Background: an optimization exercise with open tools, aiming at small area, a short achievable clock period and few clock cycles per item. Do not read the settings as production practice.
The RTL of this run was laid out without a check of its function.
No activity file was given, so power comes from the tool's default toggle rates.

===== flow/design.v =====
module pack_enc (
    input  wire        clk,
    input  wire        rst,
    input  wire        in_valid,
    output wire        in_ready,
    input  wire [15:0] in_pix,      
    input  wire [15:0] in_up,       
    input  wire        in_first,    
    input  wire        in_last,     
    input  wire        in_noprev,   
    input  wire        in_eos,      
    output wire        out_valid,
    input  wire        out_ready,
    output wire [31:0] out_data,
    output wire        out_last
);
    localparam N  = 67;            
    localparam DQ = 3;             
    integer i;
    reg rst_r;
    always @(posedge clk)
        rst_r <= rst;
    reg        rdy_r;               
    reg        full_r;              
    reg [15:0] p0_D;                
    reg        p0_cga, p0_cla;      
    reg        p0v;
    reg [15:0] p0_A, p0_B, p0_Ap, p0_Bp;
    reg        p0_f, p0_n;          
    reg        p0_l, p0_e;          
    reg [5:0]  acnt;                
    wire        take = in_valid & ~full_r;
    wire [16:0] dAB  = {1'b0, p0_A} - {1'b0, p0_B};   
    wire        p0_be = p0_l | (acnt == 6'd63);      
    wire        p0_se = p0_l & p0_e;                 
    wire        gt_ab = p0_Ap > p0_B;
    wire        hi    = p0_cga & (p0_Bp >= p0_B);    
    wire        lo    = p0_cla & (p0_Bp <= p0_B);    
    wire        med_a = hi ? ~gt_ab : (lo &  gt_ab);
    wire        med_b = hi ?  gt_ab : (lo & ~gt_ab);
    wire        sel_0 = p0_n & p0_f;                     
    wire        sel_a = p0_n ? ~p0_f : (~p0_f & med_a);  
    wire        sel_b = ~p0_n & (p0_f | med_b);          
    wire [15:0] r_a = p0_A - p0_Ap;
    wire [15:0] r_b = p0_A - p0_B;
    wire [15:0] nb  = ~p0_B;
    wire [15:0] nd  = ~p0_D;
    wire [15:0] cs1 = p0_A ^ nb ^ nd;
    wire [15:0] cc1 = {(p0_A[14:0] & nb[14:0]) | (p0_A[14:0] & nd[14:0]) | (nb[14:0] & nd[14:0]), 1'b0};
    wire [15:0] r_g = cs1 + cc1 + 16'd2;
    wire [15:0] r   = sel_0 ? p0_A : (sel_a ? r_a : (sel_b ? r_b : r_g));
    reg        p1v;
    reg [15:0] p1_r;
    reg        p1_be, p1_se;
    wire [15:0] e   = p1_r[15] ? ~{p1_r[14:0], 1'b0} : {p1_r[14:0], 1'b0};
    reg        qv;
    reg [15:0] q_e;
    reg        q_be, q_se;
    wire        have = qv | p1v;
    wire [15:0] w_e  = qv ? q_e  : e;
    wire        w_be = qv ? q_be : p1_be;
    wire        w_se = qv ? q_se : p1_se;
    reg [16*N-1:0] ring;
    reg [6:0]      nlive;           
    reg [6:0]      hp;              
    reg [6:0]      np;              
    wire [15:0]    head = ring[16*N-1 -: 16];
    wire [15:0]    r0   = ring[15:0];
    reg [5:0]  d_len [0:DQ-1];
    reg        d_se  [0:DQ-1];
    reg [3:0]  d_k   [0:DQ-1];
    reg [1:0]  dwp, kwp, drp;
    reg [2:0]  dcnt;
    reg [5:0]  wcnt;                
    reg [5:0]  rcnt;                
    wire [5:0] h_len = d_len[drp];
    wire       h_se  = d_se[drp];
    wire [3:0] h_k   = d_k[drp];
    wire       rlast = (rcnt == h_len);
    reg  z_r;                       
    reg  f_r;                       
    reg  a_r;                       
    reg  rdp_r;                     
    reg  room_r;                    
    wire e1_rdy;
    wire rd      = rdp_r & e1_rdy;
    wire ring_ok = z_r | (a_r & (~f_r | rd));
    wire wr      = have & ring_ok & (~w_be | room_r);
    wire push    = wr & w_be;
    wire pop     = rd & rlast;
    wire p1_mv = p1v & (~qv | wr);
    wire q_ld  = p1v & (qv ? wr : ~wr);
    wire qv_n  = qv ? (~wr | p1v) : (p1v & ~wr);
    wire p0_mv = p0v & (~p1v | p1_mv);
    wire p1v_n = p0_mv | (p1v & ~p1_mv);
    wire p0v_n = take | (p0v & ~p0_mv);
    wire [6:0] nlive_rd = nlive - {6'd0, rd};
    wire [6:0] nlive_n  = nlive_rd + {6'd0, wr};
    wire [2:0] dcnt_n   = dcnt + {2'd0, push} - {2'd0, pop};
    wire       nl0  = (nlive == 7'd0);
    wire       nl1  = (nlive == 7'd1);
    wire       nlN1 = (nlive == N - 1);
    wire       z_n  = ~wr & (rd ? nl1 : nl0);
    wire       f_n  = wr ? (rd ? f_r : nlN1) : (~rd & f_r);
    wire       hp_last = (rd ? ~nl1 : ~nl0) & (rd | (hp == N - 2));
    wire       d0   = (dcnt == 3'd0);
    wire       d1   = (dcnt == 3'd1);
    wire       dN   = (dcnt == DQ);
    wire       dN1  = (dcnt == DQ - 1);
    wire       dnz_n  = push | (pop ? ~(d0 | d1) : ~d0);
    wire       room_n = (push == pop) ? ~dN : (pop | ~(dN | dN1));
    always @(posedge clk) begin
        ring <= {ring[16*(N-1)-1:0], wr ? w_e : head};
        if (q_ld) begin
            q_e  <= e;
            q_be <= p1_be;
            q_se <= p1_se;
        end
        if (p0_mv) begin
            p1_r  <= r;
            p1_be <= p0_be;
            p1_se <= p0_se;
        end
        if (take) begin
            p0_A  <= in_pix;
            p0_B  <= in_up;
            p0_Ap <= p0_A;
            p0_Bp <= p0_B;
            p0_D  <= dAB[15:0];
            p0_cga <= dAB[16] | (dAB[15:0] == 16'd0);
            p0_cla <= ~dAB[16];
            p0_f  <= in_first;
            p0_n  <= in_noprev;
            p0_l  <= in_last;
            p0_e  <= in_eos;
        end
        np <= wr ? 7'd0 : ((np == N - 1) ? 7'd0 : np + 7'd1);
        a_r <= wr | (np == N - 1);
        if (nlive_rd == 7'd0)
            hp <= 7'd0;
        else if (!rd)
            hp <= (hp == N - 1) ? 7'd0 : hp + 7'd1;
        if (push) begin
            d_len[dwp] <= wcnt;
            d_se[dwp]  <= w_se;
        end
        if (rst_r) begin
            rdy_r <= 1'b0;
            full_r <= 1'b1;
            p0v   <= 1'b0;
            p1v   <= 1'b0;
            z_r   <= 1'b1;
            f_r   <= 1'b0;
            rdp_r <= 1'b0;
            room_r <= 1'b1;
            qv    <= 1'b0;
            acnt  <= 6'd0;
            p0_A  <= 16'd0;
            p0_B  <= 16'd0;
            nlive <= 7'd0;
            wcnt  <= 6'd0;
            rcnt  <= 6'd0;
            dcnt  <= 3'd0;
            dwp   <= 2'd0;
            drp   <= 2'd0;
        end else begin
            rdy_r <= ~(p0v_n & p1v_n & qv_n);
            full_r <= p0v_n & p1v_n & qv_n;
            p0v   <= p0v_n;
            p1v   <= p1v_n;
            z_r   <= z_n;
            f_r   <= f_n;
            rdp_r <= ~z_n & hp_last & dnz_n;
            room_r <= room_n;
            qv    <= qv_n;
            if (p0_mv)
                acnt <= p0_be ? 6'd0 : acnt + 6'd1;
            nlive <= nlive_n;
            if (wr)
                wcnt <= w_be ? 6'd0 : wcnt + 6'd1;
            if (rd)
                rcnt <= rlast ? 6'd0 : rcnt + 6'd1;
            dcnt <= dcnt_n;
            if (push)
                dwp <= (dwp == 2'd2) ? 2'd0 : dwp + 2'd1;
            if (pop)
                drp <= (drp == 2'd2) ? 2'd0 : drp + 2'd1;
        end
        if (rst) begin
            rdy_r  <= 1'b0;
            full_r <= 1'b1;
        end
    end
    function [5:0] clen;
        input [15:0] v;
        input [3:0]  k;
        reg   [15:0] q;
        begin
            q = v >> k;
            clen = (q < 16'd24) ? (q[5:0] + 6'd1 + {2'b00, k}) : 6'd40;
        end
    endfunction
    reg          s_v, s_be, sclr;
    reg  [191:0] sums;
    reg          am0, am1;
    reg  [47:0]  as_;               
    reg  [7:0]   ai_;
    wire [47:0] l2s;
    wire [7:0]  l2i;
    genvar g;
    generate
        for (g = 0; g < 4; g = g + 1) begin : g_l2
            wire [11:0] s0 = sums[48 * g +: 12];
            wire [11:0] s1 = sums[48 * g + 12 +: 12];
            wire [11:0] s2 = sums[48 * g + 24 +: 12];
            wire [11:0] s3 = sums[48 * g + 36 +: 12];
            wire c01 = s1 < s0;
            wire c23 = s3 < s2;
            wire c02 = s2 < s0;
            wire c03 = s3 < s0;
            wire c12 = s2 < s1;
            wire c13 = s3 < s1;
            wire hi  = c01 ? (c23 ? c13 : c12) : (c23 ? c03 : c02);
            wire [1:0] w = {hi, hi ? c23 : c01};
            assign l2i[2 * g +: 2]   = w;
            assign l2s[12 * g +: 12] = (w == 2'd0) ? s0 : (w == 2'd1) ? s1 : (w == 2'd2) ? s2 : s3;
        end
        for (g = 0; g < 16; g = g + 1) begin : g_sum
            if (g < 12) begin : g_w
                always @(posedge clk)
                    sums[12 * g +: 12] <= (sclr ? 12'd0 : sums[12 * g +: 12]) +
                                          (s_v ? {6'd0, clen(r0, g)} : 12'd0);
            end else begin : g_n
                always @(posedge clk) begin
                    sums[12 * g +: 11] <= (sclr ? 11'd0 : sums[12 * g +: 11]) +
                                          (s_v ? {5'd0, clen(r0, g)} : 11'd0);
                    sums[12 * g + 11]  <= 1'b0;
                end
            end
        end
    endgenerate
    wire [11:0] a0 = as_[11:0], a1 = as_[23:12], a2 = as_[35:24], a3 = as_[47:36];
    wire        b01 = a1 < a0;
    wire        b23 = a3 < a2;
    wire        b02 = a2 < a0;
    wire        b03 = a3 < a0;
    wire        b12 = a2 < a1;
    wire        b13 = a3 < a1;
    wire        bhi = b01 ? (b23 ? b13 : b12) : (b23 ? b03 : b02);
    wire [1:0]  bw  = {bhi, bhi ? b23 : b01};
    wire [3:0]  kbest = {bw, (bw == 2'd0) ? ai_[1:0] : (bw == 2'd1) ? ai_[3:2] :
                             (bw == 2'd2) ? ai_[5:4] : ai_[7:6]};
    always @(posedge clk) begin
        as_  <= l2s;
        ai_  <= l2i;
        s_be <= w_be;
        if (am1)
            d_k[kwp] <= kbest;
        if (rst_r) begin
            s_v  <= 1'b0;
            sclr <= 1'b1;
            am0  <= 1'b0;
            am1  <= 1'b0;
            kwp  <= 2'd0;
        end else begin
            s_v <= wr;
            if (s_v)
                sclr <= s_be;
            am0 <= s_v & s_be;
            am1 <= am0;
            if (am1)
                kwp <= (kwp == 2'd2) ? 2'd0 : kwp + 2'd1;
        end
    end
    reg        e1v, e1_esc, e1_f, e1_l;
    reg [4:0]  e1_q;
    reg [15:0] e1_m;
    reg [3:0]  e1_k;
    wire [15:0] hq   = head >> h_k;
    wire        hesc = (|hq[15:5]) | (hq[4] & hq[3]);
    reg        e2v, e2_l;
    reg [43:0] e2_item;
    reg [5:0]  e2_len;
    wire [4:0]  sh    = e1_esc ? 5'd24 : e1_q + 5'd1;
    wire [23:0] ones  = e1_esc ? 24'hFF_FFFF : ~(24'hFF_FFFF << e1_q);
    wire [39:0] code  = {16'd0, ones} | ({24'd0, e1_m} << sh);
    wire [5:0]  clen1 = e1_esc ? 6'd40 : ({1'b0, e1_q} + 6'd1 + {2'b00, e1_k});
    wire [43:0] item  = e1_f ? {code, e1_k} : {4'd0, code};
    wire [5:0]  ilen  = clen1 + (e1_f ? 6'd4 : 6'd0);
    reg [75:0] acc;
    reg [6:0]  nacc;
    reg [2:0]  lf;                  
    reg [31:0] w0, w1;
    reg        w0v, w1v, w0l, w1l;
    reg         xfer;               
    reg  [6:0]  p;                  
    reg         app;                
    wire [75:0] accx = xfer ? {32'd0, acc[75:32]} : acc;
    wire [2:0]  lfx  = xfer ? {1'b0, lf[2:1]} : lf;
    wire [7:0]  pend = {1'b0, p} + {2'b00, e2_len};
    wire [75:0] ins  = {32'd0, e2_item} << p[5:0];
    wire [6:0]  pend1 = pend[6:0] - 7'd1;
    wire [6:0]  rup  = {pend1[6:5] + 2'd1, 5'd0};
    assign e1_rdy = ~e1v | ~e2v | app;
    wire   e2_rdy = ~e2v | app;
    wire   e1_mv  = e1v & e2_rdy;
    wire pop_w = w0v & out_ready;
    wire w0_free = ~w0v | pop_w;
    wire [6:0] nacc_n = (app & e2_l) ? rup : (app ? pend[6:0] : p);
    wire       w0v_n  = w0_free ? (w1v | xfer) : w0v;
    wire       w1v_n  = w0_free ? 1'b0 : (w1v | xfer);
    wire       e2v_n  = e1_mv | (e2v & ~app);
    wire [5:0] len_n  = e1_mv ? ilen : e2_len;
    wire       xfer_n = (nacc_n[6] | nacc_n[5]) & ~(w0v_n & w1v_n);
    wire [6:0] nacc_m = nacc_n - 7'd32;
    wire [7:0] end_x  = {1'b0, nacc_m} + {2'b00, len_n};
    wire [7:0] end_n  = {1'b0, nacc_n} + {2'b00, len_n};
    wire       fit_x  = ~nacc_m[6] & (end_x <= 8'd76);
    wire       fit_n  = ~nacc_n[6] & (end_n <= 8'd76);
    wire       app_n  = e2v_n & (xfer_n ? fit_x : fit_n);
    always @(posedge clk) begin
        if (rd) begin
            e1_q   <= hq[4:0];
            e1_esc <= hesc;
            e1_m   <= hesc ? head : (head & ~(16'hFFFF << h_k));
            e1_k   <= h_k;
            e1_f   <= (rcnt == 6'd0);
            e1_l   <= rlast & h_se;
        end
        if (e1_mv) begin
            e2_item <= item;
            e2_len  <= ilen;
            e2_l    <= e1_l;
        end
        if (w0_free) begin
            if (w1v) begin
                w0  <= w1;
                w0l <= w1l;
            end else begin
                w0  <= acc[31:0];
                w0l <= lf[0];
            end
        end else if (xfer) begin
            w1  <= acc[31:0];
            w1l <= lf[0];
        end
        if (rst_r) begin
            e1v  <= 1'b0;
            e2v  <= 1'b0;
            acc  <= 76'd0;
            nacc <= 7'd0;
            lf   <= 3'd0;
            xfer <= 1'b0;
            p    <= 7'd0;
            app  <= 1'b0;
            w0v  <= 1'b0;
            w1v  <= 1'b0;
        end else begin
            e1v <= rd | (e1v & ~e2_rdy);
            e2v <= e1_mv | (e2v & ~app);
            acc <= accx | (app ? ins : 76'd0);
            nacc <= nacc_n;
            lf   <= (app & e2_l) ? (lfx | (3'd1 << pend1[6:5])) : lfx;
            xfer <= xfer_n;
            p    <= xfer_n ? nacc_m : nacc_n;
            app  <= app_n;
            if (w0_free) begin
                w0v <= w1v | xfer;
                w1v <= 1'b0;
            end else if (xfer) begin
                w1v <= 1'b1;
            end
        end
        if (rst)
            w0v <= 1'b0;
    end
    assign in_ready  = rdy_r;
    assign out_valid = w0v;
    assign out_data  = w0;
    assign out_last  = w0l;
endmodule

===== flow/constraint.sdc =====
create_clock -name core_clock -period 16.0 [get_ports {clk}]
set_input_delay 3.2000 -clock core_clock [delete_from_list [all_inputs] [get_ports {clk}]]
set_output_delay 3.2000 -clock core_clock [all_outputs]
set_load 0.01 [all_outputs]

===== flow/config.mk =====
export PLATFORM = sky130hd
export DESIGN_NAME = pack_enc
export DESIGN_NICKNAME = pack_enc
export VERILOG_FILES = /design/flow/design.v
export SDC_FILE = /design/flow/constraint.sdc
export NUM_CORES = 4
export LEC_CHECK = 0
export CAP_MARGIN = 20
export CORE_MARGIN = 2
export CORE_UTILIZATION = 40
export SLEW_MARGIN = 20

===== flow/standard.sh =====
#!/bin/bash
# synth_recipe.tcl (not shown) runs the flow's synth.tcl, then flattens the netlist and writes it again
# the make line also repeats each setting of config.mk as NAME=value (left out here)
make -C /OpenROAD-flow-scripts/flow DESIGN_CONFIG=/design/flow/config.mk WORK_HOME=/design/flow/orfs CLKGATE_MAP_FILE= SYNTH_SCRIPT=/design/flow/synth_recipe.tcl "${@:-finish}"

===== flow/flow/run.sh =====
#!/bin/bash
# The standard layout, with faster port buffers, larger clock sink clusters and no dummy clock loads.
set -euo pipefail
export BUFFER_PORTS_ARGS="-buffer_cell sky130_fd_sc_hd__buf_4"
export CTS_ARGS="-sink_clustering_enable -repair_clock_nets -dont_use_dummy_load -sink_clustering_size 28 -sink_clustering_max_diameter 80"
bash standard.sh > standard.log 2>&1

==> metrics.md <==
| Metric | Value |
|---|---|
| DP Wirelength | 107000 um |
| Io pins | 75 |
| Cell variety after synth | 84 |
| DR pass1 iterations | 7 |
| Yosys warns | 1 |
| Routed vias | 43200 |
| Status | complete, no violations |
| Post-Place Setup Slack | 10.40 ns |
| Post-synth top area cell | dfxtp_1 |
| Clk Latency, worst-skew pair | 0.74 ns |
| Clock Root Buffer | clkbuf_16 |
| Seq cells post-synth | 1773 |
| Starting Density | 40.2% |
| Post-CTS Setup Bufs | 0 |
| Critical Path Sink Type | register |
| Layout cells sized above 1 | 5.94% |
| Ratio of final minimum period to clock period | 30.5% |
| Synthesized area per cell | 11.0 sq um |
| Placer Congestion | 0.901 |
| Fmax | 205 MHz |
| Setup slack, reg-to-reg | 11.71 ns |
| Post_cts resized | 0 |
| Slew HR | 8.35% |
| Post-Route WL | 145000 um |
| Core Util, Final | 43.4% |
| IO buf count | 74 |
| Sw Share | 21.5% |
| Internal Power | 5.81 mW |
| Mapped Nets | 6891 |
| Worst hold-check path type | reg2reg |
| H-tree Lvls | 3 |
| Fin. max-slew vios | 0 |
| Reg clk slew, reported paths | 0.09 ns |
| Full die area | 176000 sq um |
| Yosys top cell area share | 43.9% |
| Total GRT Usage | 16.4% |
| Register area share after synthesis | 55.3% |
| Overall power | 7.41 mW |
| Skew final | 0.117 ns |
| Drt via density | 5.05 |
| Post-synth EDFFs | 262 |
| DIE WIDTH | 419 um |
| Worst Path Required | 16.52 ns |
| # nets final | 6902 |
| First-pass GRT wire length | 230000 um |
| Part of the power in registers | 62.3% |
| Remaining design rule violation count | 0 |
| Critical path class | in2reg |
| TritonCTS buffer count | 96 |
| Ys flop type | dfxtp_1 |
| Die Height | 419 um |
| Max Root-Sink Buffers | 3 |
| Worst setup SP type | primary input |
| Routed WL per cell | 16.9 um |
| Clk sink count | 1773 |
| TNS Setup | 0 ns |
| Cell Area, Placed | 71900 sq um |
| Vias in the first global route | 41800 |
| Met2 Wirelength | 66100 um |
| First DRT Iteration DRCs | 2916 |
| Max cap viols | 0 |
| RSZ-0062 raised after global routing | false |
| Leakage | 29.8 nW |
| Worst endpoint data arrival time | 5.40 ns |
| CORE AREA | 171000 sq um |
| CP Max Fanout | 48 |
| CTS tree | yes |
| Total gr overflow | 0 |
| Clock power frac | 32.1% |
| Setup slack after layout | 11.12 ns |
| Worst Tran Pin Value | 1.36 ns |
| Ys async rst share | 0% |
| DR WL met3 | 6190 um |
| Layout fillers | 16100 |
| Initial antenna violation count | 4 |
| Highest Signal Layer | met5 |
| Most frequent cells after synthesis | 1511 x dfxtp_1, 575 x ha_1, 498 x nor2_1, 459 x nand2_1, 396 x a21oi_1 |
| Area delta synth->final | 7.90% |
| Final hold violation count | 0 |
| Cells after synthesis | 6239 |
| VDD IR-drop max | 97.9 uV |
| Setup violators final | 0 |
| Largest net degree at the start of global routing | 89 |
| Cts hold-fix bufs | 0 |
| Fin crit period | 4.88 ns |
| Number of routed nets with antenna violations | 0 |
| Design Area, Final | 74300 sq um |
| PD cells | 99.7 nW/um^2 |
| Switching power | 1.60 mW |
| Combinational Power Share | 5.7% |
| Num rows | 152 |
| Top post-synthesis cells by area | dfxtp_1 44%, edfxtp_1 11%, ha_1 10% |
| Synthesized area | 68900 sq um |
| Metal1 wirelength | 68400 um |
| Most common cell in the netlist | dfxtp_1 |
==> power by group through the flow <==
stage,clock [mW],combinational (mW),sequential (mW)
finish,2.38,0.420,4.61
global route,2.62,0.471,4.62
CTS,2.48,0.422,4.62
detailed placement,0,0.419,4.72
global placement,0,0.412,4.72
floorplan,0,0.305,4.71
==> cell families (layout without fill, tap and decap cells) <==
group / after synthesis / in the layout / synth area share (%)
other: 0 / 1 / 0
AOI/OAI and AO/OA: 1136 / 1136 / 10.6
xor gates and xnor gates: 281 / 281 / 3.57
buffers and inverters: 584 / 593 / 3.23
DFF: 1773 / 1773 / 55.3
muxes: 348 / 348 / 5.84
and+or+nand+nor: 1505 / 1505 / 9.95
adders and majority gates: 612 / 612 / 11.5
==> cell usage in the layout (no fill, tap or decap), drive strengths merged, types with 18 or more instances in the layout <==
cell / count
o21ai: 193
mux2i: 233
a21o: 100
nand4: 34
nor2: 498
nor3: 93
buf: 114
or3: 27
o2111ai: 20
edfxtp: 262
a21oi: 397
o21a: 46
a221oi: 25
inv: 378
nor2b: 108
a31oi: 26
nand2b: 66
xor2: 71
nand2: 459
fa: 37
a211oi: 31
o31ai: 26
o32ai: 18
clkbuf: 96
o22ai: 40
o211ai: 35
dfxtp: 1511
nor4: 30
mux4: 35
nand3: 103
and3: 24
o21bai: 42
xnor2: 210
and2: 18
mux2: 80
a211o: 18
ha: 575
==> final timing paths <==
check	from	endpoint	cells past startpoint
worst min-delay path	ring[1054]	ring[1070]	0
worst min register to register	ring[1054]	ring[1070]	0
worst max-delay path	in_valid	full_r	8
worst max register to register	p[0]	p[6]	15
==> worst max-delay path, cell delays in order <==
cell,delay (ns)
buf_4,0.11
nand2b_1,0.06
buf_4,0.32
clkinv_2,0.63
buf_4,0.55
o21ai_0,0.20
and2_1,0.14
o221ai_1,0.12
==> per-layer routing <==
layer  track usage (%)  up-vias
met3              2.41      218
li1                  -    21600
met4              5.02        2
met2              26.7      755
met1              22.4    20600
met5                 0        -
==> state kept, by name, indices dropped and copies added (netlist names), 16 cells and up, named ones only <==
name	flops
p1_r	16
p0_Ap	16
w1	32
p0_D	16
p0_B	16
g_l2.s3	47
d_len	18
g_l2.s1	47
q_e	16
p0_A	16
e2_item	44
e1_m	16
g_l2.s0	47
w0	32
ring	1072
acc	76
p0_Bp	16
as_	47
g_l2.s2	47
==> per-stage QoR <==
stage,hold WS (ns),cells
floorplan,0.310,6239
global placement,0.310,8461
detailed placement,0.312,8461
CTS,0.277,8557
global route,0.271,8558
finish,0.271,8559
==> final cells by class <==
type	instances	area (sq um)	share of cell area (%)
sequential	1773	38100	51.3
multi-input combinational	3882	28600	38.5
tap	2310	2890	3.89
clock buffer	96	2400	3.23
inverter	383	1440	1.94
timing repair buffer	114	860	1.16
antenna	1	2.50	0.00337

[what the ideal ports hide]
The results above use ideal ports. As a check the final layout listed here was re-extracted and re-timed, cells and wires unchanged. Step 1 sets driving cells, clkbuf_16 on the clock port and buf_2 on the other inputs (assumed; they add their load-dependent delay and slew). Step 2 also shifts input and output timing later by t, the mid clock arrival at the registers, as if the neighbouring blocks saw the same clock. a / b / c = no drivers / after step 1 / after step 2; a / b = the first two.
shift t [ns]: 0.767
setup slack, ns: 11.122 / 11.179 / 10.412
worst slew at a driven data input, ns: 0.08
After both steps this run still meets setup and hold. The setup slack of this run moves by +0.057 ns with the drivers and by -0.710 ns with both steps.
